Context: an optimization exercise on an open-source flow, tuned for small area, a short achievable clock period and few clock cycles per item. The choices shown serve that exercise and are no tape-out recipe.
RTL that was checked went through simulation tests only; none was proved equivalent to the original.
Function not checked in run 1: the RTL went through the layout flow alone.

==> flow/constraint.sdc <==
create_clock -name core_clock -period 8.0 [get_ports {clk}]
set_input_delay 1.6000 -clock core_clock [delete_from_list [all_inputs] [get_ports {clk}]]
set_output_delay 1.6000 -clock core_clock [all_outputs]
set_load 0.01 [all_outputs]
==> flow/flow/run.sh <==
#!/bin/bash
# The standard layout (the standard.sh: ORFS synthesis to finish), with
# two changes in how it is made:
#  - the port buffers that global placement inserts on every input and
#    output are the smallest buffer (buf_1) instead of clkdlybuf4s50_1;
#  - clock tree synthesis inserts no dummy loads.
# ORFS writes each step's full log under orfs/logs/; make's own output goes
# to flow.log here.
set -euo pipefail
export BUFFER_PORTS_ARGS="-buffer_cell sky130_fd_sc_hd__buf_1"
export CTS_ARGS="-sink_clustering_enable -repair_clock_nets -dont_use_dummy_load"
bash standard.sh finish > flow.log 2>&1
==> flow/config.mk <==
export PLATFORM = sky130hd
export DESIGN_NAME = kw_unwrap
export DESIGN_NICKNAME = kw_unwrap
export VERILOG_FILES = /design/flow/design.v
export SDC_FILE = /design/flow/constraint.sdc
export NUM_CORES = 8
export LEC_CHECK = 0
export CAP_MARGIN = 20
export CORE_MARGIN = 2
export CORE_UTILIZATION = 25
export SETUP_SLACK_MARGIN = 1.5
export SLEW_MARGIN = 20
export SYNTH_HIERARCHICAL = 1
==> flow/design.v <==
module aes_sbox (
    input  wire [7:0] a,
    output wire [7:0] y
);
    wire t0, t1, t2, t3, t4, t5, t6, t7, t8, t9, t10, t11, t12, t13, t14, t15, t16, t17, t18, t19, t20, t21, t22, t23, t24, t25, t26, t27, t28, t29, t30, M1, M2, M3, M4, M5, M6, M7, M8, M9, M10, M11, M12, M13, M14, M15, M16, M17, M18, M19, M20, M21, M22, M23, M46, M47, M48, M49, M50, M51, M52, M53, M54, M55, M56, M57, M58, M59, M60, M61, M62, M63, b0, b1, b2, b3, b4, b5, b6, b7, b8, b9, b10, b11, b12, b13, b14, b15, b16, b17, b18, b19, b20, b21, b22, b23, b24, b25, b26, b27, b28, b29, b30, b31, b32, b33, b34, b35, b36, M37, M38, M39, M40, M41, M42, M43, M44, M45;
    sx2 g0 (.a(a[1]), .b(a[3]), .y(t0));
    sx2 g1 (.a(a[5]), .b(a[6]), .y(t1));
    sx2 g2 (.a(a[2]), .b(a[7]), .y(t2));
    sx2 g3 (.a(a[0]), .b(t1), .y(t3));
    sx2 g4 (.a(a[4]), .b(a[7]), .y(t4));
    sx2 g5 (.a(t0), .b(t4), .y(t5));
    sx2 g6 (.a(a[6]), .b(t0), .y(t6));
    sx2 g7 (.a(a[5]), .b(t2), .y(t7));
    sx2 g8 (.a(a[2]), .b(a[4]), .y(t8));
    sx2 g9 (.a(a[2]), .b(a[5]), .y(t9));
    sx2 g10 (.a(a[1]), .b(a[4]), .y(t10));
    sx2 g11 (.a(a[1]), .b(a[7]), .y(t11));
    sx2 g12 (.a(a[0]), .b(a[2]), .y(t12));
    sx2 g13 (.a(t2), .b(t10), .y(t13));
    sx2 g14 (.a(a[4]), .b(t2), .y(t14));
    sx2 g15 (.a(a[1]), .b(t2), .y(t15));
    sx2 g16 (.a(t1), .b(t8), .y(t16));
    sx2 g17 (.a(t0), .b(t9), .y(t17));
    sx2 g18 (.a(a[3]), .b(t7), .y(t18));
    sx2 g19 (.a(a[0]), .b(t5), .y(t19));
    sx2 g20 (.a(a[4]), .b(t7), .y(t20));
    sx2 g21 (.a(t1), .b(t5), .y(t21));
    sx2 g22 (.a(t3), .b(t15), .y(t22));
    sx2 g23 (.a(t6), .b(t14), .y(t23));
    sx2 g24 (.a(t0), .b(t7), .y(t24));
    sx2 g25 (.a(a[2]), .b(t6), .y(t25));
    sx2 g26 (.a(t0), .b(t16), .y(t26));
    sx2 g27 (.a(t6), .b(t12), .y(t27));
    sx2 g28 (.a(a[7]), .b(t3), .y(t28));
    sx2 g29 (.a(a[1]), .b(t3), .y(t29));
    sx2 g30 (.a(a[4]), .b(t3), .y(t30));
    snand2 g31 (.a(t13), .b(t5), .y(M1));
    snand2 g32 (.a(t22), .b(t19), .y(M2));
    sxn2 g33 (.a(t23), .b(M1), .y(M3));
    snand2 g34 (.a(t30), .b(a[0]), .y(M4));
    sx2 g35 (.a(M4), .b(M1), .y(M5));
    snand2 g36 (.a(t11), .b(t17), .y(M6));
    snand2 g37 (.a(t29), .b(t3), .y(M7));
    sxn2 g38 (.a(t18), .b(M6), .y(M8));
    snand2 g39 (.a(t28), .b(t27), .y(M9));
    sx2 g40 (.a(M9), .b(M6), .y(M10));
    snand2 g41 (.a(t4), .b(t25), .y(M11));
    snand2 g42 (.a(t8), .b(t20), .y(M12));
    sx2 g43 (.a(M12), .b(M11), .y(M13));
    snand2 g44 (.a(t2), .b(t21), .y(M14));
    sx2 g45 (.a(M14), .b(M11), .y(M15));
    sxn2 g46 (.a(M3), .b(M2), .y(M16));
    sx2 g47 (.a(M5), .b(t26), .y(M17));
    sxn2 g48 (.a(M8), .b(M7), .y(M18));
    sx2 g49 (.a(M10), .b(M15), .y(M19));
    sx2 g50 (.a(M16), .b(M13), .y(M20));
    sx2 g51 (.a(M17), .b(M15), .y(M21));
    sx2 g52 (.a(M18), .b(M13), .y(M22));
    sx2 g53 (.a(M19), .b(t24), .y(M23));
    gf16_inv_0000_000000000 u_inv (.d({M23, M22, M21, M20}), .m({M45, M44, M43, M42, M41, M40, M39, M38, M37}));
    snand2 g54 (.a(M44), .b(t5), .y(M46));
    snand2 g55 (.a(M40), .b(t19), .y(M47));
    snand2 g56 (.a(M39), .b(a[0]), .y(M48));
    snand2 g57 (.a(M43), .b(t17), .y(M49));
    snand2 g58 (.a(M38), .b(t3), .y(M50));
    snand2 g59 (.a(M37), .b(t27), .y(M51));
    snand2 g60 (.a(M42), .b(t25), .y(M52));
    snand2 g61 (.a(M45), .b(t20), .y(M53));
    snand2 g62 (.a(M41), .b(t21), .y(M54));
    snand2 g63 (.a(M44), .b(t13), .y(M55));
    snand2 g64 (.a(M40), .b(t22), .y(M56));
    snand2 g65 (.a(M39), .b(t30), .y(M57));
    snand2 g66 (.a(M43), .b(t11), .y(M58));
    snand2 g67 (.a(M38), .b(t29), .y(M59));
    snand2 g68 (.a(M37), .b(t28), .y(M60));
    snand2 g69 (.a(M42), .b(t4), .y(M61));
    snand2 g70 (.a(M45), .b(t8), .y(M62));
    snand2 g71 (.a(M41), .b(t2), .y(M63));
    sx2 g72 (.a(M56), .b(M61), .y(b0));
    sxn2 g73 (.a(M62), .b(b0), .y(b1));
    sx2 g74 (.a(M46), .b(M49), .y(b2));
    sx2 g75 (.a(M54), .b(M58), .y(b3));
    sx2 g76 (.a(M50), .b(M53), .y(b4));
    sx2 g77 (.a(M48), .b(M60), .y(b5));
    sx2 g78 (.a(M51), .b(M59), .y(b6));
    sx2 g79 (.a(M47), .b(M50), .y(b7));
    sxn2 g80 (.a(M55), .b(b7), .y(b8));
    sx2 g81 (.a(M46), .b(M52), .y(b9));
    sxn2 g82 (.a(M61), .b(b6), .y(b10));
    sxn2 g83 (.a(M62), .b(b10), .y(b11));
    sx2 g84 (.a(b3), .b(b5), .y(b12));
    sxn2 g85 (.a(M55), .b(b1), .y(b13));
    sx2 g86 (.a(M48), .b(M51), .y(b14));
    sx2 g87 (.a(M61), .b(M63), .y(b15));
    sx2 g88 (.a(M48), .b(M58), .y(b16));
    sx2 g89 (.a(M49), .b(M52), .y(b17));
    sxn2 g90 (.a(M57), .b(b2), .y(b18));
    sx2 g91 (.a(M47), .b(M53), .y(b19));
    sx2 g92 (.a(b2), .b(b8), .y(b20));
    sx2 g93 (.a(b8), .b(b14), .y(b21));
    sx2 g94 (.a(b9), .b(b15), .y(b22));
    sx2 g95 (.a(b2), .b(b16), .y(b23));
    sxn2 g96 (.a(b12), .b(b22), .y(b24));
    sxn2 g97 (.a(b11), .b(b23), .y(b25));
    sx2 g98 (.a(b1), .b(b21), .y(b26));
    sx2 g99 (.a(b4), .b(b17), .y(b27));
    sx2 g100 (.a(b1), .b(b12), .y(b28));
    sx2 g101 (.a(b4), .b(b11), .y(b29));
    sx2 g102 (.a(b9), .b(b19), .y(b30));
    sx2 g103 (.a(b1), .b(b20), .y(b31));
    sx2 g104 (.a(b4), .b(b18), .y(b32));
    sxn2 g105 (.a(b13), .b(b30), .y(b33));
    sx2 g106 (.a(b28), .b(b32), .y(b34));
    sxn2 g107 (.a(b3), .b(b29), .y(b35));
    sx2 g108 (.a(b13), .b(b27), .y(b36));
    assign y[7] = b36;
    assign y[6] = b33;
    assign y[5] = b24;
    assign y[4] = b31;
    assign y[3] = b26;
    assign y[2] = b34;
    assign y[1] = b35;
    assign y[0] = b25;
endmodule
module sx2 (input wire a, input wire b, output wire y);
    assign y = a ^ b;
endmodule
module sxn2 (input wire a, input wire b, output wire y);
    assign y = ~(a ^ b);
endmodule
module snand2 (input wire a, input wire b, output wire y);
    assign y = ~(a & b);
endmodule
module snor2 (input wire a, input wire b, output wire y);
    assign y = ~(a | b);
endmodule
module gf16_inv_0000_000000000 (
    input  wire [3:0] d,
    output wire [8:0] m
);
    assign m[0] = (d[0] & d[1]) | (d[1] & ~d[3]) | (d[0] & ~d[2] & d[3]) | (d[0] & d[2] & ~d[3]);
    assign m[1] = (d[1] & d[2]) | (~d[0] & d[1]) | (d[0] & d[2] & d[3]) | (d[0] & ~d[1] & ~d[2] & ~d[3]);
    assign m[2] = (~d[1] & d[3]) | (d[2] & d[3]) | (~d[0] & d[1] & d[2]) | (d[0] & ~d[1] & d[2]);
    assign m[3] = (~d[2] & d[3]) | (d[0] & d[3]) | (d[0] & d[1] & d[2]) | (~d[0] & ~d[1] & d[2] & ~d[3]);
    assign m[4] = (~d[0] & d[1] & ~d[3]) | (~d[1] & ~d[2] & d[3]) | (~d[0] & d[1] & d[2]) | (d[0] & ~d[1] & ~d[2]) | (d[0] & ~d[2] & d[3]) | (~d[0] & d[2] & ~d[3]);
    assign m[5] = (d[0] & d[1] & ~d[2]) | (~d[1] & d[2] & d[3]) | (~d[0] & ~d[1] & d[3]) | (d[0] & d[1] & ~d[3]) | (d[1] & ~d[2] & ~d[3]) | (~d[0] & d[2] & d[3]);
    assign m[6] = (d[0] & ~d[1]) | (d[0] & ~d[2]) | (~d[0] & d[1] & d[3]);
    assign m[7] = (~d[0] & d[2]) | (d[2] & ~d[3]) | (d[1] & ~d[2] & d[3]);
    assign m[8] = (~d[1] & d[2] & d[3]) | (d[0] & d[1] & ~d[3]) | (d[0] & ~d[1] & ~d[2]) | (~d[0] & d[2] & ~d[3]);
endmodule
module gf16_inv_0000_111110011 (
    input  wire [3:0] d,
    output wire [8:0] m
);
    assign m[0] = (~d[0] & ~d[1]) | (~d[0] & d[3]) | (~d[1] & ~d[2] & ~d[3]) | (~d[1] & d[2] & d[3]);
    assign m[1] = (~d[0] & ~d[1]) | (d[0] & d[1] & ~d[2]) | (~d[1] & ~d[2] & d[3]) | (~d[1] & d[2] & ~d[3]);
    assign m[2] = (d[1] & ~d[2]) | (~d[2] & ~d[3]) | (~d[0] & ~d[1] & ~d[3]) | (d[0] & d[1] & ~d[3]);
    assign m[3] = (~d[2] & ~d[3]) | (~d[0] & d[1] & ~d[3]) | (~d[0] & d[2] & d[3]) | (d[0] & ~d[1] & ~d[3]);
    assign m[4] = (d[0] & d[2]) | (~d[1] & d[2] & d[3]) | (d[0] & d[1] & ~d[3]) | (~d[0] & d[1] & ~d[2] & d[3]) | (~d[0] & ~d[1] & ~d[2] & ~d[3]);
    assign m[5] = (d[0] & d[1] & ~d[2]) | (~d[1] & d[2] & d[3]) | (~d[0] & ~d[1] & d[3]) | (d[0] & d[1] & ~d[3]) | (d[1] & ~d[2] & ~d[3]) | (~d[0] & d[2] & d[3]);
    assign m[6] = (d[0] & ~d[1]) | (d[0] & ~d[2]) | (~d[0] & d[1] & d[3]);
    assign m[7] = (~d[2] & ~d[3]) | (~d[1] & ~d[2]) | (d[0] & d[2] & d[3]);
    assign m[8] = (d[1] & d[3]) | (~d[0] & ~d[2]) | (d[0] & ~d[1] & d[2] & ~d[3]);
endmodule
module aes_inv_sbox (
    input  wire [7:0] a,
    output wire [7:0] y
);
    wire t0, t1, t2, t3, t4, t5, t6, t7, t8, t9, t10, t11, t12, t13, t14, t15, t16, t17, t18, t19, t20, t21, t22, t23, t24, t25, t26, t27, t28, t29, M1, M2, M3, M4, M5, M6, M7, M8, M9, M10, M11, M12, M13, M14, M15, M16, M17, M18, M19, M20, M21, M22, M23, M46, M47, M48, M49, M50, M51, M52, M53, M54, M55, M56, M57, M58, M59, M60, M61, M62, M63, b0, b1, b2, b3, b4, b5, b6, b7, b8, b9, b10, b11, b12, b13, b14, b15, b16, b17, b18, b19, b20, b21, b22, b23, b24, b25, b26, b27, b28, b29, b30, b31, b32, b33, b34, b35, b36, b37, b38, b39, M37, M38, M39, M40, M41, M42, M43, M44, M45;
    sx2 g0 (.a(a[4]), .b(a[6]), .y(t0));
    sx2 g1 (.a(a[0]), .b(a[1]), .y(t1));
    sx2 g2 (.a(a[3]), .b(a[4]), .y(t2));
    sx2 g3 (.a(a[3]), .b(a[6]), .y(t3));
    sx2 g4 (.a(a[2]), .b(a[7]), .y(t4));
    sx2 g5 (.a(t0), .b(t1), .y(t5));
    sx2 g6 (.a(a[6]), .b(a[7]), .y(t6));
    sx2 g7 (.a(a[7]), .b(t0), .y(t7));
    sx2 g8 (.a(t1), .b(t3), .y(t8));
    sx2 g9 (.a(a[0]), .b(a[7]), .y(t9));
    sx2 g10 (.a(a[1]), .b(a[2]), .y(t10));
    sx2 g11 (.a(a[0]), .b(a[5]), .y(t11));
    sx2 g12 (.a(a[0]), .b(a[3]), .y(t12));
    sx2 g13 (.a(a[1]), .b(a[5]), .y(t13));
    sx2 g14 (.a(a[2]), .b(a[5]), .y(t14));
    sxn2 g15 (.a(a[4]), .b(a[7]), .y(t15));
    sx2 g16 (.a(a[5]), .b(t4), .y(t16));
    sx2 g17 (.a(t1), .b(t2), .y(t17));
    sx2 g18 (.a(t1), .b(t6), .y(t18));
    sxn2 g19 (.a(t3), .b(t9), .y(t19));
    sx2 g20 (.a(t2), .b(t10), .y(t20));
    sx2 g21 (.a(a[5]), .b(t2), .y(t21));
    sx2 g22 (.a(a[0]), .b(t2), .y(t22));
    sx2 g23 (.a(t0), .b(t11), .y(t23));
    sxn2 g24 (.a(t3), .b(t13), .y(t24));
    sxn2 g25 (.a(t0), .b(t14), .y(t25));
    sxn2 g26 (.a(t4), .b(t5), .y(t26));
    sx2 g27 (.a(t4), .b(t8), .y(t27));
    sxn2 g28 (.a(a[5]), .b(t5), .y(t28));
    sx2 g29 (.a(a[3]), .b(t7), .y(t29));
    snor2 g30 (.a(t18), .b(t25), .y(M1));
    snor2 g31 (.a(t15), .b(t7), .y(M2));
    sxn2 g32 (.a(t27), .b(M1), .y(M3));
    snor2 g33 (.a(t5), .b(t16), .y(M4));
    sx2 g34 (.a(M4), .b(M1), .y(M5));
    snand2 g35 (.a(t17), .b(t24), .y(M6));
    snor2 g36 (.a(t0), .b(t22), .y(M7));
    sx2 g37 (.a(t23), .b(M6), .y(M8));
    snor2 g38 (.a(t8), .b(t28), .y(M9));
    sxn2 g39 (.a(M9), .b(M6), .y(M10));
    snand2 g40 (.a(t2), .b(t26), .y(M11));
    snor2 g41 (.a(t29), .b(t20), .y(M12));
    sxn2 g42 (.a(M12), .b(M11), .y(M13));
    snor2 g43 (.a(t6), .b(t19), .y(M14));
    sxn2 g44 (.a(M14), .b(M11), .y(M15));
    sx2 g45 (.a(M3), .b(M2), .y(M16));
    sxn2 g46 (.a(M5), .b(t12), .y(M17));
    sx2 g47 (.a(M8), .b(M7), .y(M18));
    sx2 g48 (.a(M10), .b(M15), .y(M19));
    sx2 g49 (.a(M16), .b(M13), .y(M20));
    sx2 g50 (.a(M17), .b(M15), .y(M21));
    sx2 g51 (.a(M18), .b(M13), .y(M22));
    sxn2 g52 (.a(M19), .b(t21), .y(M23));
    gf16_inv_0000_111110011 u_inv (.d({M23, M22, M21, M20}), .m({M45, M44, M43, M42, M41, M40, M39, M38, M37}));
    snor2 g53 (.a(M44), .b(t25), .y(M46));
    snor2 g54 (.a(M40), .b(t7), .y(M47));
    snor2 g55 (.a(M39), .b(t16), .y(M48));
    snand2 g56 (.a(M43), .b(t24), .y(M49));
    snor2 g57 (.a(M38), .b(t22), .y(M50));
    snor2 g58 (.a(M37), .b(t28), .y(M51));
    snand2 g59 (.a(M42), .b(t26), .y(M52));
    snor2 g60 (.a(M45), .b(t20), .y(M53));
    snor2 g61 (.a(M41), .b(t19), .y(M54));
    snor2 g62 (.a(M44), .b(t18), .y(M55));
    snor2 g63 (.a(M40), .b(t15), .y(M56));
    snor2 g64 (.a(M39), .b(t5), .y(M57));
    snand2 g65 (.a(M43), .b(t17), .y(M58));
    snor2 g66 (.a(M38), .b(t0), .y(M59));
    snor2 g67 (.a(M37), .b(t8), .y(M60));
    snand2 g68 (.a(M42), .b(t2), .y(M61));
    snor2 g69 (.a(M45), .b(t29), .y(M62));
    snor2 g70 (.a(M41), .b(t6), .y(M63));
    sx2 g71 (.a(M52), .b(M61), .y(b0));
    sx2 g72 (.a(M50), .b(b0), .y(b1));
    sxn2 g73 (.a(M54), .b(M58), .y(b2));
    sx2 g74 (.a(M62), .b(b2), .y(b3));
    sx2 g75 (.a(M59), .b(b1), .y(b4));
    sx2 g76 (.a(M48), .b(M56), .y(b5));
    sx2 g77 (.a(M47), .b(M60), .y(b6));
    sx2 g78 (.a(b5), .b(b6), .y(b7));
    sx2 g79 (.a(M57), .b(M63), .y(b8));
    sx2 g80 (.a(M46), .b(M51), .y(b9));
    sxn2 g81 (.a(M49), .b(b7), .y(b10));
    sx2 g82 (.a(M51), .b(M59), .y(b11));
    sx2 g83 (.a(M48), .b(M59), .y(b12));
    sx2 g84 (.a(M55), .b(M63), .y(b13));
    sx2 g85 (.a(M49), .b(M58), .y(b14));
    sxn2 g86 (.a(M58), .b(b5), .y(b15));
    sxn2 g87 (.a(M49), .b(b11), .y(b16));
    sxn2 g88 (.a(M55), .b(M61), .y(b17));
    sx2 g89 (.a(M46), .b(b12), .y(b18));
    sx2 g90 (.a(b8), .b(b15), .y(b19));
    sx2 g91 (.a(M47), .b(b9), .y(b20));
    sx2 g92 (.a(M53), .b(b14), .y(b21));
    sx2 g93 (.a(b0), .b(b16), .y(b22));
    sx2 g94 (.a(b0), .b(b18), .y(b23));
    sx2 g95 (.a(M53), .b(b9), .y(b24));
    sx2 g96 (.a(M54), .b(b13), .y(b25));
    sx2 g97 (.a(b8), .b(b17), .y(b26));
    sx2 g98 (.a(M57), .b(b3), .y(b27));
    sx2 g99 (.a(b10), .b(b25), .y(b28));
    sx2 g100 (.a(M62), .b(b21), .y(b29));
    sx2 g101 (.a(b1), .b(b10), .y(b30));
    sx2 g102 (.a(b19), .b(b24), .y(b31));
    sx2 g103 (.a(b3), .b(b22), .y(b32));
    sx2 g104 (.a(b3), .b(b20), .y(b33));
    sx2 g105 (.a(b3), .b(b23), .y(b34));
    sx2 g106 (.a(b4), .b(b28), .y(b35));
    sx2 g107 (.a(b4), .b(b31), .y(b36));
    sx2 g108 (.a(b4), .b(b33), .y(b37));
    sx2 g109 (.a(b4), .b(b29), .y(b38));
    sx2 g110 (.a(b27), .b(b30), .y(b39));
    assign y[7] = b32;
    assign y[6] = b35;
    assign y[5] = b39;
    assign y[4] = b34;
    assign y[3] = b36;
    assign y[2] = b37;
    assign y[1] = b38;
    assign y[0] = b26;
endmodule
module aes_inv_mixcol (
    input  wire [31:0] c,
    output wire [31:0] y
);
    wire m0, m1, m2, m3, m4, m5, m6, m7, m8, m9, m10, m11, m12, m13, m14, m15, m16, m17, m18, m19, m20, m21, m22, m23, m24, m25, m26, m27, m28, m29, m30, m31, m32, m33, m34, m35, m36, m37, m38, m39, m40, m41, m42, m43, m44, m45, m46, m47, m48, m49, m50, m51, m52, m53, m54, m55, m56, m57, m58, m59, m60, m61, m62, m63, m64, m65, m66, m67, m68, m69, m70, m71, m72, m73, m74, m75, m76, m77, m78, m79, m80, m81, m82, m83, m84, m85, m86, m87, m88, m89, m90, m91, m92, m93, m94, m95, m96, m97, m98, m99, m100, m101, m102, m103, m104, m105, m106, m107, m108, m109, m110, m111, m112, m113, m114, m115, m116, m117, m118, m119, m120, m121, m122, m123, m124, m125, m126, m127, m128, m129, m130, m131, m132, m133, m134, m135, m136, m137, m138, m139, m140, m141, m142, m143, m144, m145, m146, m147, m148, m149, m150, m151, m152, m153, m154, m155, m156, m157, m158, m159, m160, m161, m162, m163, m164, m165, m166, m167, m168, m169, m170, m171, m172, m173, m174, m175, m176, m177, m178, m179;
    sx2 x0 (.a(c[5]), .b(c[21]), .y(m0));
    sx2 x1 (.a(c[13]), .b(c[29]), .y(m1));
    sx2 x2 (.a(c[14]), .b(c[30]), .y(m2));
    sx2 x3 (.a(c[6]), .b(c[22]), .y(m3));
    sx2 x4 (.a(m0), .b(m1), .y(m4));
    sx2 x5 (.a(c[3]), .b(c[31]), .y(m5));
    sx2 x6 (.a(c[15]), .b(c[19]), .y(m6));
    sx2 x7 (.a(c[7]), .b(c[23]), .y(m7));
    sx2 x8 (.a(c[18]), .b(m2), .y(m8));
    sx2 x9 (.a(c[26]), .b(m3), .y(m9));
    sx2 x10 (.a(c[16]), .b(m4), .y(m10));
    sx2 x11 (.a(c[1]), .b(c[17]), .y(m11));
    sx2 x12 (.a(c[9]), .b(c[25]), .y(m12));
    sx2 x13 (.a(c[11]), .b(c[27]), .y(m13));
    sx2 x14 (.a(c[12]), .b(c[28]), .y(m14));
    sx2 x15 (.a(c[4]), .b(c[20]), .y(m15));
    sx2 x16 (.a(c[8]), .b(c[24]), .y(m16));
    sx2 x17 (.a(c[2]), .b(c[10]), .y(m17));
    sx2 x18 (.a(m7), .b(m13), .y(m18));
    sx2 x19 (.a(m5), .b(m6), .y(m19));
    sx2 x20 (.a(m8), .b(m9), .y(m20));
    sx2 x21 (.a(c[0]), .b(c[31]), .y(m21));
    sx2 x22 (.a(c[0]), .b(m16), .y(m22));
    sx2 x23 (.a(m4), .b(m12), .y(m23));
    sx2 x24 (.a(m14), .b(m15), .y(m24));
    sx2 x25 (.a(c[7]), .b(m11), .y(m25));
    sx2 x26 (.a(m18), .b(m19), .y(m26));
    sx2 x27 (.a(m17), .b(m20), .y(m27));
    sx2 x28 (.a(m10), .b(m22), .y(m28));
    sx2 x29 (.a(c[15]), .b(c[23]), .y(m29));
    sx2 x30 (.a(c[7]), .b(c[15]), .y(m30));
    sx2 x31 (.a(c[23]), .b(c[27]), .y(m31));
    sx2 x32 (.a(m2), .b(m21), .y(m32));
    sx2 x33 (.a(c[31]), .b(m24), .y(m33));
    sx2 x34 (.a(c[15]), .b(c[16]), .y(m34));
    sx2 x35 (.a(m5), .b(m31), .y(m35));
    sx2 x36 (.a(c[2]), .b(m11), .y(m36));
    sx2 x37 (.a(m2), .b(m30), .y(m37));
    sx2 x38 (.a(m1), .b(m7), .y(m38));
    sx2 x39 (.a(m3), .b(m29), .y(m39));
    sx2 x40 (.a(c[25]), .b(m3), .y(m40));
    sx2 x41 (.a(m7), .b(m16), .y(m41));
    sx2 x42 (.a(m2), .b(m15), .y(m42));
    sx2 x43 (.a(c[10]), .b(m5), .y(m43));
    sx2 x44 (.a(c[17]), .b(m17), .y(m44));
    sx2 x45 (.a(c[11]), .b(m6), .y(m45));
    sx2 x46 (.a(m3), .b(m14), .y(m46));
    sx2 x47 (.a(m8), .b(m14), .y(m47));
    sx2 x48 (.a(m1), .b(m19), .y(m48));
    sx2 x49 (.a(m9), .b(m15), .y(m49));
    sx2 x50 (.a(m25), .b(m43), .y(m50));
    sx2 x51 (.a(m0), .b(m18), .y(m51));
    sx2 x52 (.a(m23), .b(m47), .y(m52));
    sx2 x53 (.a(m23), .b(m49), .y(m53));
    sx2 x54 (.a(c[1]), .b(c[9]), .y(m54));
    sx2 x55 (.a(c[12]), .b(c[20]), .y(m55));
    sx2 x56 (.a(c[4]), .b(c[21]), .y(m56));
    sx2 x57 (.a(c[11]), .b(c[28]), .y(m57));
    sx2 x58 (.a(c[20]), .b(c[28]), .y(m58));
    sx2 x59 (.a(c[5]), .b(c[29]), .y(m59));
    sx2 x60 (.a(c[6]), .b(c[30]), .y(m60));
    sx2 x61 (.a(c[10]), .b(c[12]), .y(m61));
    sx2 x62 (.a(c[9]), .b(c[24]), .y(m62));
    sx2 x63 (.a(c[14]), .b(c[21]), .y(m63));
    sx2 x64 (.a(c[12]), .b(c[29]), .y(m64));
    sx2 x65 (.a(c[7]), .b(c[31]), .y(m65));
    sx2 x66 (.a(c[17]), .b(c[24]), .y(m66));
    sx2 x67 (.a(c[6]), .b(c[13]), .y(m67));
    sx2 x68 (.a(c[10]), .b(c[25]), .y(m68));
    sx2 x69 (.a(c[13]), .b(c[30]), .y(m69));
    sx2 x70 (.a(c[14]), .b(c[22]), .y(m70));
    sx2 x71 (.a(c[1]), .b(c[8]), .y(m71));
    sx2 x72 (.a(c[22]), .b(c[30]), .y(m72));
    sx2 x73 (.a(c[0]), .b(c[24]), .y(m73));
    sx2 x74 (.a(c[3]), .b(c[7]), .y(m74));
    sx2 x75 (.a(c[2]), .b(c[4]), .y(m75));
    sx2 x76 (.a(c[6]), .b(c[14]), .y(m76));
    sx2 x77 (.a(c[8]), .b(c[23]), .y(m77));
    sx2 x78 (.a(m0), .b(m70), .y(m78));
    sx2 x79 (.a(c[8]), .b(m21), .y(m79));
    sx2 x80 (.a(m2), .b(m17), .y(m80));
    sx2 x81 (.a(m11), .b(m61), .y(m81));
    sx2 x82 (.a(c[28]), .b(m56), .y(m82));
    sx2 x83 (.a(c[1]), .b(m21), .y(m83));
    sx2 x84 (.a(m6), .b(m13), .y(m84));
    sx2 x85 (.a(c[2]), .b(m54), .y(m85));
    sx2 x86 (.a(c[26]), .b(m74), .y(m86));
    sx2 x87 (.a(m3), .b(m13), .y(m87));
    sx2 x88 (.a(c[13]), .b(m58), .y(m88));
    sx2 x89 (.a(m0), .b(m29), .y(m89));
    sx2 x90 (.a(c[29]), .b(m63), .y(m90));
    sx2 x91 (.a(c[4]), .b(m64), .y(m91));
    sx2 x92 (.a(m3), .b(m65), .y(m92));
    sx2 x93 (.a(c[5]), .b(m55), .y(m93));
    sx2 x94 (.a(c[19]), .b(m12), .y(m94));
    sx2 x95 (.a(c[21]), .b(m67), .y(m95));
    sx2 x96 (.a(m11), .b(m62), .y(m96));
    sx2 x97 (.a(c[5]), .b(m69), .y(m97));
    sx2 x98 (.a(c[9]), .b(m34), .y(m98));
    sx2 x99 (.a(m6), .b(m31), .y(m99));
    sx2 x100 (.a(c[23]), .b(m66), .y(m100));
    sx2 x101 (.a(c[22]), .b(m59), .y(m101));
    sx2 x102 (.a(m34), .b(m68), .y(m102));
    sx2 x103 (.a(m12), .b(m71), .y(m103));
    sx2 x104 (.a(c[15]), .b(m72), .y(m104));
    sx2 x105 (.a(m9), .b(m98), .y(m105));
    sx2 x106 (.a(c[18]), .b(m87), .y(m106));
    sx2 x107 (.a(c[20]), .b(m35), .y(m107));
    sx2 x108 (.a(m32), .b(m44), .y(m108));
    sx2 x109 (.a(m46), .b(m97), .y(m109));
    sx2 x110 (.a(m39), .b(m96), .y(m110));
    sx2 x111 (.a(m81), .b(m99), .y(m111));
    sx2 x112 (.a(m40), .b(m44), .y(m112));
    sx2 x113 (.a(m37), .b(m103), .y(m113));
    sx2 x114 (.a(m30), .b(m78), .y(m114));
    sx2 x115 (.a(m45), .b(m75), .y(m115));
    sx2 x116 (.a(m35), .b(m94), .y(m116));
    sx2 x117 (.a(m25), .b(m40), .y(m117));
    sx2 x118 (.a(m32), .b(m100), .y(m118));
    sx2 x119 (.a(m12), .b(m86), .y(m119));
    sx2 x120 (.a(m83), .b(m102), .y(m120));
    sx2 x121 (.a(m9), .b(m84), .y(m121));
    sx2 x122 (.a(m24), .b(m38), .y(m122));
    sx2 x123 (.a(m8), .b(m41), .y(m123));
    sx2 x124 (.a(m41), .b(m85), .y(m124));
    sx2 x125 (.a(m4), .b(m39), .y(m125));
    sx2 x126 (.a(m38), .b(m76), .y(m126));
    sx2 x127 (.a(m42), .b(m101), .y(m127));
    sx2 x128 (.a(c[23]), .b(m36), .y(m128));
    sx2 x129 (.a(m42), .b(m95), .y(m129));
    sx2 x130 (.a(m37), .b(m73), .y(m130));
    sx2 x131 (.a(m16), .b(m92), .y(m131));
    sx2 x132 (.a(m60), .b(m89), .y(m132));
    sx2 x133 (.a(m46), .b(m90), .y(m133));
    sx2 x134 (.a(m32), .b(m77), .y(m134));
    sx2 x135 (.a(m4), .b(m79), .y(m135));
    sx2 x136 (.a(m8), .b(m45), .y(m136));
    sx2 x137 (.a(m80), .b(m116), .y(m137));
    sx2 x138 (.a(m112), .b(m123), .y(m138));
    sx2 x139 (.a(m33), .b(m114), .y(m139));
    sx2 x140 (.a(m10), .b(m130), .y(m140));
    sx2 x141 (.a(m48), .b(m93), .y(m141));
    sx2 x142 (.a(m36), .b(m107), .y(m142));
    sx2 x143 (.a(m10), .b(m134), .y(m143));
    sx2 x144 (.a(m20), .b(m124), .y(m144));
    sx2 x145 (.a(m51), .b(m88), .y(m145));
    sx2 x146 (.a(m26), .b(m127), .y(m146));
    sx2 x147 (.a(m26), .b(m129), .y(m147));
    sx2 x148 (.a(m50), .b(m57), .y(m148));
    sx2 x149 (.a(m10), .b(m113), .y(m149));
    sx2 x150 (.a(m26), .b(m133), .y(m150));
    sx2 x151 (.a(m104), .b(m122), .y(m151));
    sx2 x152 (.a(m33), .b(m132), .y(m152));
    sx2 x153 (.a(m22), .b(m125), .y(m153));
    sx2 x154 (.a(m119), .b(m136), .y(m154));
    sx2 x155 (.a(m33), .b(m126), .y(m155));
    sx2 x156 (.a(m26), .b(m109), .y(m156));
    sx2 x157 (.a(m20), .b(m120), .y(m157));
    sx2 x158 (.a(m105), .b(m108), .y(m158));
    sx2 x159 (.a(m117), .b(m135), .y(m159));
    sx2 x160 (.a(m25), .b(m115), .y(m160));
    sx2 x161 (.a(m50), .b(m106), .y(m161));
    sx2 x162 (.a(m10), .b(m110), .y(m162));
    sx2 x163 (.a(m48), .b(m82), .y(m163));
    sx2 x164 (.a(m23), .b(m118), .y(m164));
    sx2 x165 (.a(m121), .b(m128), .y(m165));
    sx2 x166 (.a(m10), .b(m131), .y(m166));
    sx2 x167 (.a(m51), .b(m91), .y(m167));
    sx2 x168 (.a(m52), .b(m142), .y(m168));
    sx2 x169 (.a(m28), .b(m161), .y(m169));
    sx2 x170 (.a(m53), .b(m148), .y(m170));
    sx2 x171 (.a(m53), .b(m111), .y(m171));
    sx2 x172 (.a(m28), .b(m154), .y(m172));
    sx2 x173 (.a(m28), .b(m137), .y(m173));
    sx2 x174 (.a(m52), .b(m160), .y(m174));
    sx2 x175 (.a(m27), .b(m163), .y(m175));
    sx2 x176 (.a(m27), .b(m167), .y(m176));
    sx2 x177 (.a(m27), .b(m145), .y(m177));
    sx2 x178 (.a(m28), .b(m165), .y(m178));
    sx2 x179 (.a(m27), .b(m141), .y(m179));
    assign y[0] = m166;
    assign y[1] = m164;
    assign y[2] = m157;
    assign y[3] = m178;
    assign y[4] = m168;
    assign y[5] = m175;
    assign y[6] = m146;
    assign y[7] = m152;
    assign y[8] = m140;
    assign y[9] = m159;
    assign y[10] = m144;
    assign y[11] = m173;
    assign y[12] = m170;
    assign y[13] = m176;
    assign y[14] = m156;
    assign y[15] = m155;
    assign y[16] = m153;
    assign y[17] = m149;
    assign y[18] = m158;
    assign y[19] = m169;
    assign y[20] = m174;
    assign y[21] = m179;
    assign y[22] = m147;
    assign y[23] = m139;
    assign y[24] = m143;
    assign y[25] = m162;
    assign y[26] = m138;
    assign y[27] = m172;
    assign y[28] = m171;
    assign y[29] = m177;
    assign y[30] = m150;
    assign y[31] = m151;
endmodule
module kw_unwrap (
    input  wire         clk,
    input  wire         rst,       
    input  wire         start,     
    input  wire [127:0] kek,       
    input  wire [191:0] wrapped,   
    output wire         busy,
    output wire         done,      
    output wire         ok,        
    output wire [127:0] key        
);
    localparam [63:0] KW_IV = 64'hA6A6A6A6A6A6A6A6;
    reg         busy_r;
    reg         done_r;
    reg         kexp;     
    reg         first;    
    reg [3:0]   rnd;      
    reg [3:0]   t;        
    reg [127:0] st;       
    reg [63:0]  ro;       
    reg [127:0] rk;       
    reg [127:0] kl;       
    wire accept = start && !busy_r;
    genvar gb, gc, gr;
    wire last   = !kexp && (rnd == 4'd0);
    assign busy = busy_r;
    assign done = done_r;
    assign ok   = (st[127:64] == KW_IV);
    assign key  = {st[63:0], ro};
    wire [31:0]  w0 = rk[127:96];
    wire [31:0]  w1 = rk[95:64];
    wire [31:0]  w2 = rk[63:32];
    wire [31:0]  w3 = rk[31:0];
    wire [31:0]  v3 = w3 ^ w2;    
    wire [31:0]  v2 = w2 ^ w1;
    wire [31:0]  v1 = w1 ^ w0;
    wire [31:0]  rot = {v3[23:0], v3[31:24]};
    wire [31:0]  sw_out;
    generate
        for (gb = 0; gb < 4; gb = gb + 1) begin : g_sbox
            aes_sbox u_sbox (.a(rot[8*gb +: 8]), .y(sw_out[8*gb +: 8]));
        end
    endgenerate
    wire [9:0]   rd = {rnd == 4'd9, rnd == 4'd8, rnd == 4'd7, rnd == 4'd6, rnd == 4'd5,
                       rnd == 4'd4, rnd == 4'd3, rnd == 4'd2, rnd == 4'd1, rnd == 4'd0};
    wire [7:0]   rcon = {rd[7], rd[6], rd[5] | rd[9], rd[4] | rd[8] | rd[9],
                         rd[3] | rd[8], rd[2] | rd[9], rd[1] | rd[8] | rd[9], rd[0] | rd[8]};
    wire [31:0]  temp = sw_out ^ {rcon, 24'h000000};
    wire [31:0]  n0 = w0 ^ temp;
    wire         fin = kexp && (rnd == 4'd9);    
    wire [31:0]  n2 = v2 ^ n0;
    wire [127:0] key_step = {n0, v1 ^ (temp & {32{kexp}}), v2 ^ (n0 & {32{kexp}}),
                             v3 ^ (n2 & {32{fin}})};
    wire [127:0] key_prev = {n0, v1, v2, v3};
    wire         step12 = (t == 4'd12);
    wire [127:0] blk = (step12 ? {kl[127:64] ^ 64'd12, kl[63:0]}
                               : {st[127:64] ^ {60'd0, t}, ro}) ^ rk;
    wire [127:0] imc;
    generate
        for (gc = 0; gc < 4; gc = gc + 1) begin : g_imc
            aes_inv_mixcol u_imc (.c(st[32*gc +: 32]), .y(imc[32*gc +: 32]));
        end
    endgenerate
    wire [127:0] x = first ? blk : imc;
    wire [127:0] isr;
    generate
        for (gc = 0; gc < 4; gc = gc + 1) begin : g_col
            for (gr = 0; gr < 4; gr = gr + 1) begin : g_row
                assign isr[127 - 8*(gr + 4*((gc + gr) % 4)) -: 8] =
                       x[127 - 8*(gr + 4*gc) -: 8];
            end
        end
    endgenerate
    wire [127:0] isb;
    generate
        for (gb = 0; gb < 16; gb = gb + 1) begin : g_isbox
            aes_inv_sbox u_isbox (.a(isr[8*gb +: 8]), .y(isb[8*gb +: 8]));
        end
    endgenerate
    wire [127:0] ark = isb ^ key_prev;
    always @(posedge clk) begin
        if (rst) begin
            busy_r <= 1'b0;
            done_r <= 1'b0;
            kexp   <= 1'b0;
            first  <= 1'b0;
        end else begin
            done_r <= 1'b0;
            if (accept) begin
                busy_r <= 1'b1;
                kexp   <= 1'b1;
                first  <= 1'b0;
                rnd    <= 4'd0;
                t      <= 4'd12;
            end else if (busy_r) begin
                if (kexp) begin
                    if (rnd == 4'd9) begin
                        kexp  <= 1'b0;
                        first <= 1'b1;
                    end else begin
                        rnd <= rnd + 4'd1;
                    end
                end else begin
                    first <= (rnd == 4'd0) && (t != 4'd1);
                    if (rnd == 4'd0) begin
                        rnd <= 4'd9;
                        t   <= t - 4'd1;
                        if (t == 4'd1) begin
                            busy_r <= 1'b0;
                            done_r <= 1'b1;
                        end
                    end else begin
                        rnd <= rnd - 4'd1;
                    end
                end
            end
        end
    end
    always @(posedge clk) begin
        if (accept)
            rk <= {kek[127:32], kek[63:32] ^ kek[31:0]};
        else if (last)
            rk <= kl;
        else
            rk <= key_step;
    end
    always @(posedge clk) begin
        if (accept)
            kl <= {wrapped[191:128], wrapped[63:0]};
        else if (first && step12)
            kl <= rk;
    end
    always @(posedge clk) begin
        st <= ark;
        if (accept)
            ro <= wrapped[127:64];
        else if (first && !step12)
            ro <= st[63:0];
    end
endmodule
==> flow/standard.sh <==
#!/bin/bash
# synth_recipe.tcl (not shown) runs the flow's synth.tcl, then flattens the netlist and writes it again
# the make line also repeats each setting of config.mk as NAME=value (left out here)
make -C /OpenROAD-flow-scripts/flow DESIGN_CONFIG=/design/flow/config.mk WORK_HOME=/design/flow/orfs CLKGATE_MAP_FILE= SYNTH_SCRIPT=/design/flow/synth_recipe.tcl "${@:-finish}"
==> impl_metrics.py, run 1 <==
metrics = {
    "routing": {
        "vias": 47990,
        "drt-wirelength-per-cell_um": 25.13,
        "viasPerCell": 4.794,
        "drc": 0,
        "ant_nets": 0,
        "first_iter_violations": 4516,
        "drtPass1Iterations": 6,
        "wl_um": 251500,
    },
    "grt": {
        "grt_util_all_layers_pct": 20.83,
        "antenna_found_initial": 14,
        "grt_overflow_total": 0,
        "grt_max_degree": 166,
        "grt_pass1_vias": 46300,
        "grt_pass1_wl_um": 345600,
    },
    "clock_network": {
        "htree_levels": 2,
        "postCtsHoldBufs": 0,
        "clkLatencyLatePin_ns": 0.71,
        "cts_root_buf": "clkbuf_16",
        "cts_num_sinks": 460,
        "clk_pin_slew_ns": 0.06,
        "cts_tree": "yes",
        "numCtsBuffers": 61,
        "clockBufferDepth": 3,
    },
    "placed_design": {
        "port_buffers": 453,
        "placedCellCount": 9886,
        "dpl_cell_area_um2": 59990,
        "place.gp.congestion": 1.017,
        "dp_hpwl_um": 206100,
    },
    "finish": {
        "fin_area_um2": 64900,
        "fin_cells": 10010,
        "num-fill-cells": 23820,
        "syn_to_final_growth_pct": 15.18,
        "drive_gt1_share_pct": 14.29,
        "nNetsFinal": 7343,
    },
    "setup_path": {
        "r2r_cells": 24,
        "cp_slowest_stage_delay_ns": 0.50,
        "worst-path-buf-inv": 2,
        "crit_path_frequent_cell": "xor2_1",
        "cp_num_cells": 24,
        "cp-startpoint": "st[102]",
        "cp_slowest_cell": "dfxtp_1",
        "crit_type": "reg2reg",
        "cp_top_family": "XOR/XNOR gates",
        "path_cells": "xor2_1 > xor2_2 > buf_4 > xor2_1 > xor2_2 > xor2_1 > mux2_2 > xor2_1 > xnor2_1 > nand2_1 > xor2_1 > xor2_1 > xor2_1 > buf_4 > nand2b_1 > o31ai_1 > a21oi_1 > nor2_1 > xor2_1 > xor2_1 > xnor2_2 > xor2_1 > xor2_1 > xnor2_1",
        "rrSetupSlack_ns": 1.67,
        "worstSetupStartpointType": "register",
        "r2r_end": "st[45]",
        "arrival_ns": 6.86,
        "required_ns": 8.53,
        "r2r_start": "st[102]",
        "cp_max_fo": 15,
        "crit_path_end_kind": "register",
    },
    "synth": {
        "synthFlopType": "dfxtp_1",
        "ys_warn_count": 7,
        "synth.avg_cell_area_um2": 8.328,
        "synth.area.top_cells": "xor2_1 (33%), xnor2_1 (12%), edfxtp_1 (11%), dfxtp_1 (9.2%), nand2_1 (6.4%)",
        "synth-async-reset-ratio_pct": 0,
        "yosysMostFrequentCell": "xor2_1",
        "synthTopCellsByCount": "xor2_1 (2110), nand2_1 (968), xnor2_1 (748)",
        "syn_nets": 7096,
        "yosysSeqAreaShare_pct": 19.90,
        "syn_area_um2": 56350,
        "synth_top_area_share_pct": 32.80,
        "yosysUniqueCellTypes": 78,
        "synth-edff-count": 200,
        "synth_cells": 6766,
        "yosys.area.top_type": "xor2_1",
        "ys_ff_latch": 460,
    },
    "sta": {
        "rsz0062_at_grt": "true",
        "finalClockSkew_ns": 0.05393,
        "period_share_pct": 79.08,
        "setup_violations": 0,
        "slew_viol_final": 0,
        "timing.slew.headroom_pct": 22.28,
        "fin_tns_setup_ns": 0,
        "fmax_mhz": 158.1,
        "final.min_clock_period_ns": 6.326,
        "hold_viol_final": 0,
        "tightest_slew_ns": 1.157,
    },
    "floorplanning": {
        "rows": 174,
        "dieArea_um2": 229200,
        "coreArea_um2": 224500,
        "pin_count": 454,
        "fp.dieW_um": 478.8,
        "die_height_um": 478.8,
        "start_util_pct": 25.10,
    },
    "worst_hold_path": {
        "hp-class": "reg2reg",
        "holdPathEnd": "rk[67]",
        "whs_path_depth": 2,
        "hold_start": "kl[67]",
    },
    "run": {
        "drv_cap": 0,
    },
    "run_status": {
        "outcome": "finished clean",
    },
}
==> modules after synthesis (local to each module, per instance), excerpt <==
| module | area [µm²] | flip-flops and latches | times used |
|---|---|---|---|
| snand2 | 3.754 | 0 | 204 |
| sxn2 | 8.758 | 0 | 328 |
| aes_inv_sbox | 60.06 | 0 | 16 |
| gf16_inv_0000_000000000 | 232.7 | 0 | 4 |
| gf16_inv_0000_111110011 | 235.2 | 0 | 16 |
| aes_sbox | 60.06 | 0 | 4 |
| sx2 | 8.758 | 0 | 2064 |
==> worst reg2reg max path, cell delays in order (launching register included) <==
cell and delay, ns:
dfxtp_1 0.50, xor2_1 0.32, xor2_2 0.25, buf_4 0.18, xor2_1 0.42, xor2_2 0.35, xor2_1 0.32, mux2_2 0.34
xor2_1 0.20, xnor2_1 0.19, nand2_1 0.16, xor2_1 0.20, xor2_1 0.20, xor2_1 0.16, buf_4 0.22, nand2b_1 0.16
o31ai_1 0.23, a21oi_1 0.10, nor2_1 0.20, xor2_1 0.22, xor2_1 0.27, xnor2_2 0.19, xor2_1 0.20, xor2_1 0.34
xnor2_1 0.27
==> layout by cell type (no fill, tap or decap), types with 17 or more instances in the layout <==
master,n
o21ai_1,87
nand3_1,52
dfxtp_2,33
o211ai_1,29
edfxtp_1,200
nor2b_2,17
nand3b_1,36
nand2_1,966
nor2_1,487
a21o_1,17
or2_1,17
xnor2_2,56
mux2i_1,128
xnor3_1,27
inv_1,43
o21ai_0,30
o21a_1,18
xnor2_1,688
a21oi_1,203
nor2b_1,38
nor3_2,29
a211oi_2,20
mux2_2,120
nand2b_1,58
o31ai_1,40
xor2_1,1879
xor2_4,42
clkbuf_16,62
o22ai_1,42
xor2_2,189
buf_4,342
nor3b_1,17
buf_1,453
dfxtp_1,221
a31oi_1,73
==> layer usage <==
layer	wire, µm	share of wire (%)	track usage [%]
met3	17890	7.1	2.779
met1	102800	41	26.90
met2	109700	44	32.26
met4	21180	8.4	14.11
met5	21	0.0083	0
==> kinds of logic after synthesis <==
logic type      after synthesis  share of synthesized area (%)
mux                         252                          4.752
buf+inv                     669                          7.716
xor+xnor                   2886                          45.53
simple gates               1800                          13.97
flops                       460                          19.90
compound gates              692                          7.981
fa+ha+maj                     7                         0.1554
==> sequential cells by signal (all words and copies together), names as in the netlist <==
signal	flops
st	128
ro	64
kexp	1
first	1
busy_r	1
done_r	1
t	4
rnd	4
kl	128
rk	128
==> repair_timing <==
action                     in CTS  in global routing
buffers inserted               25                 30
cloned                          0                  1
setup endpoints to repair     171                188
pin swaps                      11                 38
gates resized for setup       130                279
==> how the worst max path moves through the flow <==
stage | end | slack, ns
final | st[45] | 1.67
after detailed placement | st[5] | 0.54
after global routing | st[5] | 1.38
after global placement | st[5] | 0.64
after floorplan | st[102] | 1.79
after CTS | st[41] | 1.46
==> cell type report <==
cell class / count / area [µm²] / area share (%)
Sequential cell: 460 / 11270 / 17.37
Timing Repair Buffer: 808 / 4527 / 6.975
Clock buffer: 61 / 1526 / 2.352
Multi-Input combinational cell: 5637 / 43640 / 67.24
Tap cell: 2992 / 3744 / 5.768
Antenna cell: 6 / 15.01 / 0.02313
Inverter: 45 / 172.7 / 0.2661
==> stage by stage <==
stage	hold WS [ns]	utilization [%]	setup slack (ns)
3_5_place_dp	0.5601	26.73	0.5398
5_1_grt	0.6113	28.91	1.382
6_report	0.5745	28.91	1.674
4_1_cts	0.5751	27.89	1.456
2_1_floorplan	0.5014	-	1.793
3_3_place_gp	0.5483	26.73	0.6444
==> inputs of run 2 (changes only) <==
--- a/flow/design.v
+++ b/flow/design.v
@@ -523,4 +523,5 @@
     reg         kexp;     
     reg         first;    
+    reg         step12;   
     reg [3:0]   rnd;      
     reg [3:0]   t;        
@@ -561,5 +562,4 @@
                              v3 ^ (n2 & {32{fin}})};
     wire [127:0] key_prev = {n0, v1, v2, v3};
-    wire         step12 = (t == 4'd12);
     wire [127:0] blk = (step12 ? {kl[127:64] ^ 64'd12, kl[63:0]}
                                : {st[127:64] ^ {60'd0, t}, ro}) ^ rk;
@@ -593,4 +593,5 @@
             kexp   <= 1'b0;
             first  <= 1'b0;
+            step12 <= 1'b0;
         end else begin
             done_r <= 1'b0;
@@ -599,4 +600,5 @@
                 kexp   <= 1'b1;
                 first  <= 1'b0;
+                step12 <= 1'b1;
                 rnd    <= 4'd0;
                 t      <= 4'd12;
@@ -612,6 +614,7 @@
                     first <= (rnd == 4'd0) && (t != 4'd1);
                     if (rnd == 4'd0) begin
-                        rnd <= 4'd9;
-                        t   <= t - 4'd1;
+                        rnd    <= 4'd9;
+                        t      <= t - 4'd1;
+                        step12 <= 1'b0;
                         if (t == 4'd1) begin
                             busy_r <= 1'b0;
--- a/flow/config.mk
+++ b/flow/config.mk
@@ -9,5 +9,5 @@
 export CORE_MARGIN = 2
 export CORE_UTILIZATION = 25
-export SETUP_SLACK_MARGIN = 1.5
+export SETUP_SLACK_MARGIN = 2.0
 export SLEW_MARGIN = 20
 export SYNTH_HIERARCHICAL = 1
==> run 2 against run 1 <==
Against the previous run:
- still clean on timing, DRC and antenna
- first-iteration DRC count down 2.8%
- via count shrank 0.28%
- sequential cell count rose by 1
- count of clock-buffer cells in the layout grew 5
- design area is 9.0% higher
- worst hold slack got worse by 0.063 ns
==> impl_metrics.py, run 2 <==
metrics = {
    "run_status": {
        "outcome": "finished clean",
    },
    "grt": {
        "grt_pass1_wl_um": 342800,
        "grt_max_degree": 144,
        "use_met3_pct": 3.674,
        "grt_pass1_vias": 46460,
        "use_met2_pct": 33.78,
        "grt_util_all_layers_pct": 21.29,
        "grt_overflow_total": 0,
        "top_usage_layer": "met2",
        "use_met1_pct": 26.68,
        "antenna_found_initial": 17,
    },
    "sta": {
        "setup_violations": 0,
        "timing.slew.headroom_pct": 27.84,
        "fmax_mhz": 164.5,
        "tightest_slew_ns": 1.075,
        "hold_viol_final": 0,
        "final.min_clock_period_ns": 6.080,
        "slew_viol_final": 0,
        "hold_ws_ns": 0.5117,
        "fin_tns_setup_ns": 0,
        "rsz0062_at_grt": "true",
        "period_share_pct": 76.00,
        "finalClockSkew_ns": 0.08402,
    },
    "placed_design": {
        "port_buffers": 453,
        "place.gp.congestion": 1.027,
        "dp_hpwl_um": 203100,
        "dpl_cell_area_um2": 59070,
        "placedCellCount": 9745,
    },
    "clock_network": {
        "clkLatencyLatePin_ns": 0.72,
        "clk_pin_slew_ns": 0.06,
        "cts_root_buf": "clkbuf_16",
        "htree_levels": 3,
        "cts_num_sinks": 461,
        "clockBufferDepth": 3,
        "cts_tree": "yes",
        "numCtsBuffers": 66,
        "postCtsHoldBufs": 0,
    },
    "routing": {
        "drtPass1Iterations": 8,
        "drt-wirelength-per-cell_um": 25.12,
        "drc": 0,
        "first_iter_violations": 4388,
        "vias": 47850,
        "ant_nets": 0,
        "viasPerCell": 4.731,
        "wl_um": 254100,
    },
    "synth": {
        "ys_warn_count": 7,
        "yosys.area.top_type": "xor2_1",
        "yosysMostFrequentCell": "xor2_1",
        "synthTopCellsByCount": "xor2_1 (2119), nand2_1 (954), xnor2_1 (759)",
        "synth-async-reset-ratio_pct": 0,
        "yosysSeqAreaShare_pct": 20.31,
        "ys_ff_latch": 461,
        "synth-edff-count": 200,
        "synthFlopType": "dfxtp_1",
        "syn_area_um2": 55300,
        "syn_nets": 6992,
        "synth.avg_cell_area_um2": 8.300,
        "synth_top_area_share_pct": 33.56,
        "yosysUniqueCellTypes": 71,
        "synth.area.top_cells": "xor2_1 (34%), xnor2_1 (12%), edfxtp_1 (11%), dfxtp_1 (9.4%), nand2_1 (6.5%)",
        "synth_cells": 6662,
    },
    "setup_path": {
        "cp-startpoint": "st[119]",
        "cp_top_family": "XOR/XNOR gates",
        "r2r_cells": 26,
        "required_ns": 8.55,
        "worstSetupStartpointType": "register",
        "cp_num_cells": 26,
        "crit_type": "reg2reg",
        "r2r_start": "st[119]",
        "cp_max_fo": 8,
        "cp_slowest_stage_delay_ns": 0.38,
        "crit_path_frequent_cell": "xor2_1",
        "worst-path-buf-inv": 4,
        "r2r_end": "st[125]",
        "worstSetupEndpoint": "st[125]",
        "rrSetupSlack_ns": 1.92,
        "cp_slowest_cell": "xnor2_2",
        "crit_path_end_kind": "register",
        "arrival_ns": 6.63,
    },
    "floorplanning": {
        "die_height_um": 474.3,
        "coreArea_um2": 219700,
        "dieArea_um2": 225000,
        "start_util_pct": 25.17,
        "rows": 172,
        "pin_count": 454,
        "fp.dieW_um": 474.3,
    },
    "finish": {
        "top_regs": "kl: 128 flops, rk: 128 flops, st: 128 flops",
        "final_common_cell": "xor2_1",
        "fin_cells": 10120,
        "fin_area_um2": 70770,
        "syn_to_final_growth_pct": 27.99,
        "drive_gt1_share_pct": 23.22,
        "nNetsFinal": 7482,
        "layout_common_cells": "xor2_1 (1651), nand2_1 (936), xnor2_1 (621), buf_4 (509), nor2_1 (474)",
    },
    "run": {
        "drv_cap": 0,
    },
    "worst_hold_path": {
        "hp-class": "reg2reg",
    },
}
[run 2: cell count changes in the layout (fill, tap and decap cells not counted), moves of 33 or more]
cell,before,now
dfxtp_2,33,78
mux2_2,120,75
mux2_4,4,51
xnor2_2,56,108
a31oi_1,73,28
xor2_2,189,299
o31ai_1,40,7
xnor2_1,688,621
buf_4,342,509
o21ai_1,87,37
xor2_4,42,170
o21ai_0,30,66
dfxtp_1,221,158
xor2_1,1879,1651
[run 2: how the worst min path moves through the flow]
stage	from	endpoint	cells after the start
after global routing	kl[25]	rk[25]	2
after global placement	kl[25]	rk[25]	2
after floorplan	kl[30]	rk[30]	2
after CTS	kl[25]	rk[25]	2
after detailed placement	kl[25]	rk[25]	2
final	kl[25]	rk[25]	2
[run 2: worst register-to-register path, cell delays in order, from the launching register on]
cell	delay, ns
dfxtp_1	0.31
buf_4	0.23
xor2_2	0.29
xor2_1	0.21
buf_4	0.18
buf_4	0.13
xor2_2	0.20
xor2_1	0.25
xor2_2	0.16
mux2_4	0.35
xor2_1	0.18
xnor2_1	0.26
nand2_1	0.17
xor2_1	0.30
xor2_1	0.27
xor2_2	0.28
buf_6	0.17
nand2b_1	0.15
o31ai_2	0.08
a21oi_1	0.23
nor2_1	0.10
xor2_1	0.25
xor2_1	0.26
xnor2_2	0.17
xor2_1	0.21
xor2_1	0.13
xnor2_2	0.38
[run 2: cell type report]
cell class                 instances  area, µm²
clock buffer                      66       1652
sequential                       461      11420
tap                             2958       3701
inverter                          40      188.9
antenna                            7      17.52
timing repair buffer            1009       6314
multi-input combinational       5574      47480
fill                           22720     149000
[run 2: repair_timing]
action | 4_1_cts | 5_1_grt
resized for setup | 506 | 608
endpoints found under the setup margin | 237 | 172
pin swaps | 83 | 239
buffers inserted | 73 | 224
[run 2: per-layer routing]
metal / up-vias / routed length (µm)
met5: - / 88
met4: 12 / 19450
met3: 514 / 16640
met2: 1940 / 114500
met1: 23610 / 103400
li1: 21780 / -
[run 2: per-stage QoR]
stage	worst slack (ns)	utilization, %
floorplan	2.020	-
global placement	0.1589	26.88
detailed placement	0.2357	26.88
CTS	1.923	29.52
global route	1.622	32.20
finish	1.920	32.21
[run 2: cells by family (layout without fill, tap and decap cells)]
logic type | count (synthesis) | in the layout | share of synthesized area (%)
AND/OR/NAND/NOR | 1744 | 1744 | 13.42
AO/OA/AOI/OAI | 683 | 683 | 8.103
buffers and inverters | 627 | 1115 | 7.293
adder cells (fa/ha/maj) | 7 | 7 | 0.1584
other | 0 | 7 | 0
multiplexers | 257 | 257 | 4.937
XOR/XNOR | 2883 | 2883 | 45.78
flip-flops | 461 | 461 | 20.31
[run 2: per-module statistics from Yosys, one instance, submodules excluded]
module | flip-flops and latches | copies in the design | cells inside
aes_inv_mixcol | 0 | 4 | 32
aes_inv_sbox | 0 | 16 | 8
aes_sbox | 0 | 4 | 8
gf16_inv_0000_000000000 | 0 | 4 | 37
gf16_inv_0000_111110011 | 0 | 16 | 36
kw_unwrap | 461 | 1 | 2718
snand2 | 0 | 204 | 1
snor2 | 0 | 336 | 1
sx2 | 0 | 2064 | 1
sxn2 | 0 | 328 | 1
Testbench counts of run 2, summed over its fixed seeds: cycles 67,072, items 512.
==> inputs of run 3 (changes only) <==
--- a/flow/config.mk
+++ b/flow/config.mk
@@ -9,5 +9,5 @@
 export CORE_MARGIN = 2
 export CORE_UTILIZATION = 25
-export SETUP_SLACK_MARGIN = 2.0
+export SETUP_SLACK_MARGIN = 1.75
 export SLEW_MARGIN = 20
 export SYNTH_HIERARCHICAL = 1
==> run 3 against run 2 <==
Against the previous run:
- critical path depth down 2
- synthesized cell count unchanged
- count of clock-buffer cells in the layout down 6
- sequential share of layout area up 0.88 points
- routed wire length down 1.7%
- first-iteration DRC count down 13%
==> impl_metrics.py, run 3 <==
metrics = {
    "sta": {
        "hold_ws_ns": 0.5319,
        "slew_viol_final": 0,
        "timing.slew.headroom_pct": 23.66,
        "setup_violations": 0,
        "hold_viol_final": 0,
        "period_share_pct": 75.72,
        "fin_tns_setup_ns": 0,
        "finalClockSkew_ns": 0.1202,
        "fmax_mhz": 165.1,
        "final.min_clock_period_ns": 6.058,
        "tightest_slew_ns": 1.137,
        "rsz0062_at_grt": "true",
    },
    "routing": {
        "ant_nets": 0,
        "vias": 46850,
        "first_iter_violations": 3839,
        "drtPass1Iterations": 5,
        "viasPerCell": 4.687,
        "drt-wirelength-per-cell_um": 25.00,
        "wl_um": 249900,
        "drc": 0,
    },
    "grt": {
        "grt_overflow_total": 0,
        "grt_util_all_layers_pct": 21.11,
        "grt_max_degree": 111,
        "grt_pass1_wl_um": 339700,
        "antenna_found_initial": 30,
        "grt_pass1_vias": 45570,
    },
    "clock_network": {
        "cts_root_buf": "clkbuf_16",
        "cts_tree": "yes",
        "numCtsBuffers": 60,
        "postCtsHoldBufs": 0,
        "htree_levels": 2,
        "cts_num_sinks": 461,
        "clockBufferDepth": 3,
        "clk_pin_slew_ns": 0.06,
        "clkLatencyLatePin_ns": 0.76,
    },
    "synth": {
        "synth-edff-count": 200,
        "yosysSeqAreaShare_pct": 20.31,
        "synthTopCellsByCount": "xor2_1 (2119), nand2_1 (954), xnor2_1 (759)",
        "synth.avg_cell_area_um2": 8.300,
        "ys_warn_count": 7,
        "synth_top_area_share_pct": 33.56,
        "synth_cells": 6662,
        "synth-async-reset-ratio_pct": 0,
        "synthFlopType": "dfxtp_1",
        "synth.area.top_cells": "xor2_1 (34%), xnor2_1 (12%), edfxtp_1 (11%), dfxtp_1 (9.4%), nand2_1 (6.5%)",
        "yosysUniqueCellTypes": 71,
        "yosysMostFrequentCell": "xor2_1",
        "syn_nets": 6992,
        "ys_ff_latch": 461,
        "yosys.area.top_type": "xor2_1",
        "syn_area_um2": 55300,
    },
    "placed_design": {
        "place.gp.congestion": 0.9838,
        "placedCellCount": 9762,
        "port_buffers": 453,
        "dp_hpwl_um": 204800,
    },
    "setup_path": {
        "crit_path_end_kind": "register",
        "crit_type": "reg2reg",
        "worstSetupStartpointType": "register",
        "required_ns": 8.59,
        "arrival_ns": 6.65,
        "cp_max_fo": 12,
    },
    "floorplanning": {
        "rows": 172,
        "fp.dieW_um": 474.3,
        "start_util_pct": 25.17,
        "die_height_um": 474.3,
        "coreArea_um2": 219700,
        "pin_count": 454,
        "dieArea_um2": 225000,
    },
    "run": {
        "drv_cap": 0,
    },
    "finish": {
        "drive_gt1_share_pct": 18.37,
        "fin_cells": 9995,
        "nNetsFinal": 7364,
        "syn_to_final_growth_pct": 20.88,
        "fin_util_pct": 30.42,
        "layout_common_cells": "xor2_1 (1769), nand2_1 (949), xnor2_1 (665), nor2_1 (485), buf_1 (453)",
        "final_common_cell": "xor2_1",
        "top_regs": "kl: 128 flops, rk: 128 flops, st: 128 flops",
    },
    "run_status": {
        "outcome": "finished clean",
    },
    "worst_hold_path": {
        "hp-class": "reg2reg",
    },
}
==> run 3: modules after synthesis, one instance, submodules excluded, excerpt <==
| module | area, µm² | times used | flip-flops and latches |
|---|---|---|---|
| kw_unwrap | 25460 | 1 | 461 |
| aes_inv_mixcol | 240.2 | 4 | 0 |
| gf16_inv_0000_111110011 | 235.2 | 16 | 0 |
| gf16_inv_0000_000000000 | 232.7 | 4 | 0 |
| aes_sbox | 60.06 | 4 | 0 |
| aes_inv_sbox | 60.06 | 16 | 0 |
| sxn2 | 8.758 | 328 | 0 |
| snor2 | 3.754 | 336 | 0 |
==> run 3: final timing paths <==
check	slack (ns)	cells past startpoint	from	end
setup / recovery	1.94	24	st[95]	st[13]
hold / removal	0.53	2	kl[25]	rk[25]
setup reg to reg	1.94	24	st[95]	st[13]
hold reg to reg	0.53	2	kl[25]	rk[25]
==> run 3: kinds of logic after synthesis <==
kind of cell | Yosys count | synth area share, %
AOI/OAI and AO/OA | 683 | 8.103
and+or+nand+nor | 1744 | 13.42
muxes | 257 | 4.937
DFF | 461 | 20.31
adders and majority gates | 7 | 0.1584
xor gates and xnor gates | 2883 | 45.78
buffers and inverters | 627 | 7.293
==> run 3: final cells by class <==
cell class	instances	area (µm²)
antenna	5	12.51
inverter	40	168.9
timing repair buffer	896	5234
fill	23230	152900
sequential	461	11370
clock buffer	60	1501
multi-input combinational	5575	44850
tap	2958	3701
==> run 3: timing repair <==
| action | CTS | global route |
|---|---|---|
| pin swaps | 54 | 116 |
| setup buffers | 68 | 99 |
| resized for setup | 334 | 389 |
| cloned | 0 | 1 |
| setup endpoints to repair | 208 | 161 |
==> run 3: worst max-delay path: stages, from the launching register on <==
cell and delay (ns):
dfxtp_1 0.45, buf_4 0.25, xor2_2 0.29, xor2_1 0.22, xor2_1 0.25, xor2_2 0.30, mux2_2 0.33, xor2_4 0.30
xor2_4 0.24, xnor2_1 0.19, nand2_2 0.16, xnor2_2 0.23, xor2_1 0.19, xnor2_1 0.18, buf_4 0.23, a21oi_1 0.06
o21a_1 0.20, nor2_1 0.25, xor2_2 0.23, xor2_1 0.24, xnor2_2 0.17, xor2_1 0.19, xor2_1 0.24, xnor2_1 0.22
buf_4 0.26
==> run 3: metal layers <==
layer,global-route usage (%),vias to the layer above,share of wire (%)
met5,0,-,0.078
met4,14.36,30,8.3
met3,3.562,530,6.8
met2,33.17,1780,44
met1,26.36,22870,41
li1,-,21640,-
==> run 3: through the flow <==
stage | setup WS (ns) | area [µm²]
after floorplan | 1.788 | 55300
after global placement | 0.6710 | 59020
after detailed placement | 0.5853 | 59030
after CTS | 1.706 | 63330
after global routing | 1.612 | 66830
final | 1.942 | 66840

==> separate check: timing with driven ports <==
In the flow no input, the clock included, has a driving cell. The finished layouts below were timed again as built, in two steps.
Step 1 assumes that a clkbuf_16 drives the clock port and a buf_2 every other input.
Step 2, shift: input delay + t, output delay - t, t = (earliest + latest rising clock arrival at the registers) / 2. This alone moves slack from input paths to output paths.
Three values: ideal ports, drivers, drivers and shift; two values: the first two.
| run | t (ns) | setup WS [ns] | slew at the worst register clock pin (ns) | pins driven straight from the clock port |
|---|---|---|---|---|
| run 1 | 0.752 | 1.674 / 1.674 / 1.674 | 0.07 / 0.07 | 1 |
| run 2 | 0.769 | 1.920 / 1.920 / 1.920 | 0.07 / 0.07 | 1 |
| run 3 | 0.775 | 1.942 / 1.942 / 1.942 | 0.07 / 0.07 | 1 |
After both steps every run listed still meets setup and hold.
